What follows belongs to an exercise in optimizing a design on an open flow for small area and a short achievable clock period; a production flow would make more cautious choices. At most, simulation tests tie the RTL to the original design; equivalence was not proved. Power figures rest on the tool's default switching activity, not on a simulated workload.

== run A ==
// zasyn_rx
module zasyn_rx (
    input  wire        clk,
    input  wire        rst,           
    input  wire [1:0]  pol_mode,      
    input  wire        in_valid,
    input  wire [1:0]  in_hdr,        
    input  wire [63:0] in_data,       
    output reg         o_valid,
    output reg  [1:0]  o_kind,        
    output reg  [63:0] o_data,
    output wire [9:0]  o_row,
    output wire [6:0]  o_blk,
    output reg         o_hdr_err,
    output reg         o_bip_valid,
    output reg  [4:0]  o_bip_errs,
    output reg         frame_lock,
    output reg         lom,
    output reg         pol_inv,
    output wire [6:0]  exp_mfi,
    output wire [6:0]  exp_sfi,
    output wire [2:0]  cand_cnt,
    output wire [15:0] cnt_missing,
    output wire [15:0] cnt_moves,
    output wire [15:0] cnt_ignored,
    output wire [15:0] cnt_disagree,
    output wire [15:0] cnt_hdr_err,
    output wire [15:0] cnt_bip
);
    localparam [13:0] SM_BROKEN = {7'd127, 7'd0};    
    localparam [31:0] FAB_HEAD  = 32'h3CA65BC3;       
    localparam [63:0] TI0 = 64'hA0215C0C00000000;
    localparam [57:0] TQ0 = 58'h0215C0C01404290;
    localparam [63:0] TI1 = 64'h34848B1100000000;
    localparam [57:0] TQ1 = 58'h0848B110069091B;
    localparam [63:0] TI2 = 64'h4143B81800000000;
    localparam [57:0] TQ2 = 58'h143B81800828760;
    localparam [63:0] TI3 = 64'h601F340400000000;
    localparam [57:0] TQ3 = 58'h01F340400C03E70;
    localparam [63:0] TI4 = 64'h6808172300000000;
    localparam [57:0] TQ4 = 58'h008172300D01034;
    localparam [63:0] TI5 = 64'hD0102E4600000000;
    localparam [57:0] TQ5 = 58'h0102E4601A02068;
    localparam [63:0] TI6 = 64'h02FBA02100000000;
    localparam [57:0] TQ6 = 58'h2FBA0210005F740;
    localparam [63:0] TI7 = 64'h06A47E0200000000;
    localparam [57:0] TQ7 = 58'h2A47E02000D48FD;
    localparam [7:0]  TK_N = 8'h58;
  ...
==> flow/config.mk <==
export PLATFORM = sky130hd
export DESIGN_NAME = zasyn_rx
export DESIGN_NICKNAME = zasyn_rx
export VERILOG_FILES = /design/flow/design.v
export SDC_FILE = /design/flow/constraint.sdc
export NUM_CORES = 4
export LEC_CHECK = 0
export CAP_MARGIN = 20
export CORE_MARGIN = 2
export CORE_UTILIZATION = 60
export CTS_CLUSTER_DIAMETER = 80
export CTS_CLUSTER_SIZE = 25
export PLACE_DENSITY = 0.75
export SETUP_SLACK_MARGIN = 5
export SLEW_MARGIN = 20
==> flow/constraint.sdc <==
create_clock -name core_clock -period 10.0 [get_ports {clk}]
set_input_delay 2.0000 -clock core_clock [delete_from_list [all_inputs] [get_ports {clk}]]
set_output_delay 2.0000 -clock core_clock [all_outputs]
set_load 0.01 [all_outputs]
standard.sh (not shown) runs the stock make flow with config.mk's settings and CLKGATE_MAP_FILE= SYNTH_SCRIPT=/design/flow/synth_recipe.tcl, a recipe that flattens the netlist after the stock synthesis.
==> flow/flow/run.sh <==
#!/bin/bash
# Layout flow: the standard flow (standard.sh, standard synthesis) with
# every port buffered by sky130_fd_sc_hd__buf_1 instead of the buffer
# buffer_ports picks by default. The make output goes to flow_make.log here;
# ORFS's own per-step logs are under orfs/logs/.
set -euo pipefail
bash standard.sh "BUFFER_PORTS_ARGS=-buffer_cell sky130_fd_sc_hd__buf_1" finish > flow_make.log 2>&1
Relative to run A, the following input files were edited for run B:
diff --git a/flow/design.v b/flow/design.v
--- a/flow/design.v
+++ b/flow/design.v
@@ -22,37 +22,29 @@
     output wire [15:0] cnt_missing,
     output wire [15:0] cnt_moves,
     output wire [15:0] cnt_ignored,
     output wire [15:0] cnt_disagree,
     output wire [15:0] cnt_hdr_err,
     output wire [15:0] cnt_bip
 );
     localparam [13:0] SM_BROKEN = {7'd127, 7'd0};    
     localparam [31:0] FAB_HEAD  = 32'h3CA65BC3;       
     localparam [63:0] TI0 = 64'hA0215C0C00000000;
-    localparam [57:0] TQ0 = 58'h0215C0C01404290;
     localparam [63:0] TI1 = 64'h34848B1100000000;
-    localparam [57:0] TQ1 = 58'h0848B110069091B;
     localparam [63:0] TI2 = 64'h4143B81800000000;
-    localparam [57:0] TQ2 = 58'h143B81800828760;
     localparam [63:0] TI3 = 64'h601F340400000000;
-    localparam [57:0] TQ3 = 58'h01F340400C03E70;
     localparam [63:0] TI4 = 64'h6808172300000000;
-    localparam [57:0] TQ4 = 58'h008172300D01034;
     localparam [63:0] TI5 = 64'hD0102E4600000000;
-    localparam [57:0] TQ5 = 58'h0102E4601A02068;
     localparam [63:0] TI6 = 64'h02FBA02100000000;
-    localparam [57:0] TQ6 = 58'h2FBA0210005F740;
     localparam [63:0] TI7 = 64'h06A47E0200000000;
-    localparam [57:0] TQ7 = 58'h2A47E02000D48FD;
-    localparam [7:0]  TK_N = 8'h58;
-    localparam [7:0]  TK_I = 8'h56;
+    localparam [7:0]  TK_N = 8'h77;
+    localparam [7:0]  TK_I = 8'h79;
     function [13:0] mf_next;
         input [13:0] sm;    
         begin
             if (sm[6:0] == 7'd127)
                 mf_next = {(sm[13:7] == 7'd124) ? 7'd0 : sm[13:7] + 7'd1, 7'd0};
             else
                 mf_next = {sm[13:7], sm[6:0] + 7'd1};
         end
     endfunction
     function [2:0] pc4;
@@ -91,35 +83,43 @@
             else
                 assign dsc[gi] = in_data[gi] ^ in_data[gi-39] ^ in_data[gi-58];
         end
         for (gi = 0; gi < 58; gi = gi + 1) begin : g_q
             if (gi < 39)
                 assign q_nx[gi] = in_data[6+gi] ^ in_data[25+gi];
             else
                 assign q_nx[gi] = in_data[6+gi];
         end
     endgenerate
-    wire [7:0] tsyn = {^(in_data & TI7) ^ ^(q & TQ7),
-                       ^(in_data & TI6) ^ ^(q & TQ6),
-                       ^(in_data & TI5) ^ ^(q & TQ5),
-                       ^(in_data & TI4) ^ ^(q & TQ4),
-                       ^(in_data & TI3) ^ ^(q & TQ3),
-                       ^(in_data & TI2) ^ ^(q & TQ2),
-                       ^(in_data & TI1) ^ ^(q & TQ1),
-                       ^(in_data & TI0) ^ ^(q & TQ0)};
-    wire pat_n = (dsc[31:0] == FAB_HEAD) && !dsc[39] &&
-                 (dsc[47:40] <= 8'd124) && tag_ok(dsc[55:48]) && (tsyn == TK_N);
-    wire pat_i = (dsc[31:0] == ~FAB_HEAD) && dsc[39] &&
-                 (~dsc[47:40] <= 8'd124) && tag_ok(~dsc[55:48]) && (tsyn == TK_I);
+    wire [63:0] e;
+    generate
+        for (gi = 0; gi < 64; gi = gi + 1) begin : g_e
+            if (gi < 32 || gi == 39)
+                assign e[gi] = 1'b0;
+            else if (gi < 39)
+                assign e[gi] = in_data[gi] ^ q[gi];
+            else if (gi < 58)
+                assign e[gi] = in_data[gi] ^ q[gi] ^ q[gi-39] ^ FAB_HEAD[gi-39];
+            else
+                assign e[gi] = in_data[gi] ^ q[gi-39] ^ q[gi-58] ^
+                               FAB_HEAD[gi-39] ^ FAB_HEAD[gi-58];
+        end
+    endgenerate
+    wire [7:0] tsyn = {^(e & TI7), ^(e & TI6), ^(e & TI5), ^(e & TI4),
+                       ^(e & TI3), ^(e & TI2), ^(e & TI1), ^(e & TI0)};
+    wire fab_any = !(in_data[39] ^ q[39] ^ q[0] ^ FAB_HEAD[0]) &&
+                   (e[47:40] <= 8'd124) && tag_ok(e[55:48]);
+    wire pat_n = (dsc[31:0] == FAB_HEAD) && (tsyn == TK_N);
+    wire pat_i = (dsc[31:0] == ~FAB_HEAD) && (tsyn == TK_I);
     wire hdr_c = in_hdr == 2'b10;
     wire hdr_d = in_hdr == 2'b01;
-    wire fab   = (hdr_c && pat_n) || (hdr_d && pat_i);
+    wire fab   = fab_any && ((hdr_c && pat_n) || (hdr_d && pat_i));
     wire fform = in_hdr[0];            
     reg [16:0] bc;                     
     reg [3:0]  c_v;
     reg [16:0] c_pos [0:3];
     reg [3:0]  c_form;                 
     reg [3:0]  c_f;                    
     reg [13:0] r0;
     reg [13:0] r1;
     reg [15:0] r2;
     reg [15:0] r3;
@@ -164,21 +164,21 @@
     wire hit_any  = |hit;
     wire free_any = !(&c_v);
     wire h_form   = |(hit & c_form);
     wire h_f      = |(hit & c_f);
     wire h_ok     = fab && (fform == h_form);
     wire h_take   = hit_any && h_ok && h_f;           
     wire h_lock   = h_take && !frame_lock;
     wire h_move   = h_take &&  frame_lock;
     wire start    = fab && allow && !hit_any && !at_lock;
     wire        psel  = frame_lock ? pol_inv : (hit_any ? h_form : fform);
-    wire [13:0] wsm   = {dsc[46:40], dsc[38:32]} ^ {14{psel}};
+    wire [13:0] wsm   = {e[46:40], dsc[38:32] ^ {7{psel}}};
     wire [13:0] wnx   = mf_next(wsm);
     wire [13:0] exp_next = mf_next(r0);
     wire [13:0] cmp_a = ({14{frame_lock}} & exp_next) |
                         ({14{!frame_lock && hit[0]}} & r0) |
                         ({14{!frame_lock && hit[1]}} & r1) |
                         ({14{!frame_lock && hit[2]}} & r2[13:0]) |
                         ({14{!frame_lock && hit[3]}} & r3[13:0]);
     wire        match_a = (wsm == cmp_a);
     wire        h_cons  = match_a;
     wire        agree   = match_a;
Findings:
Run B vs run A: area of all placed cells without fillers up in run B
Run B ends up with lower reported net switching power than run A does.
The count of multi-input gates of run B falls short of that of run A by 14.
Run B vs. run A: final cycle utilization of the critical path moved up, summed instance area of the synthesized netlist lower.
The share of power burned in the clock network of run B falls short of that of run A by 0.3 points.
Global-route wire length before repair of run B falls short of that of run A by a few percent.
Non-clock buffer count up about 17% in run B wrt run A
Run B vs. run A: wire length went down by 1.9%, power was more or less identical, via count of the first global-routing pass went up by 122, gate count of the mapped netlist went down by about 0.65%.
No functional check of the RTL was part of run B.

port drivers added, routing unchanged:
The flow's constraints put no driver on any port. The routed layouts listed below were extracted and timed again, unchanged, in two steps. Step 1, drivers: a clkbuf_16 drives clk and a buf_2 each remaining input, both assumed. Step 2 moves the port delays by t, midway between the first and last clock arrival at a register: inputs arrive t later, outputs are due t later. That takes back most of the time a late clock gives input paths. Three values: ideal ports, drivers, drivers and shift; two values: the first two.
run | shift t [ns] | slack for setup (ns) | worst hold slack (ns) | worst slew at a driven data input, ns
run A | 0.641 | 4.929 / 4.964 / 4.323 | 0.533 / 0.533 / 0.533 | 0.07
run B | 0.631 | 4.666 / 4.685 / 4.054 | 0.504 / 0.504 / 0.504 | 0.07
After both steps every run listed still meets setup and hold. The setup slack of run B, which loses most, moves by +0.019 ns with the drivers and by -0.612 ns with both steps.
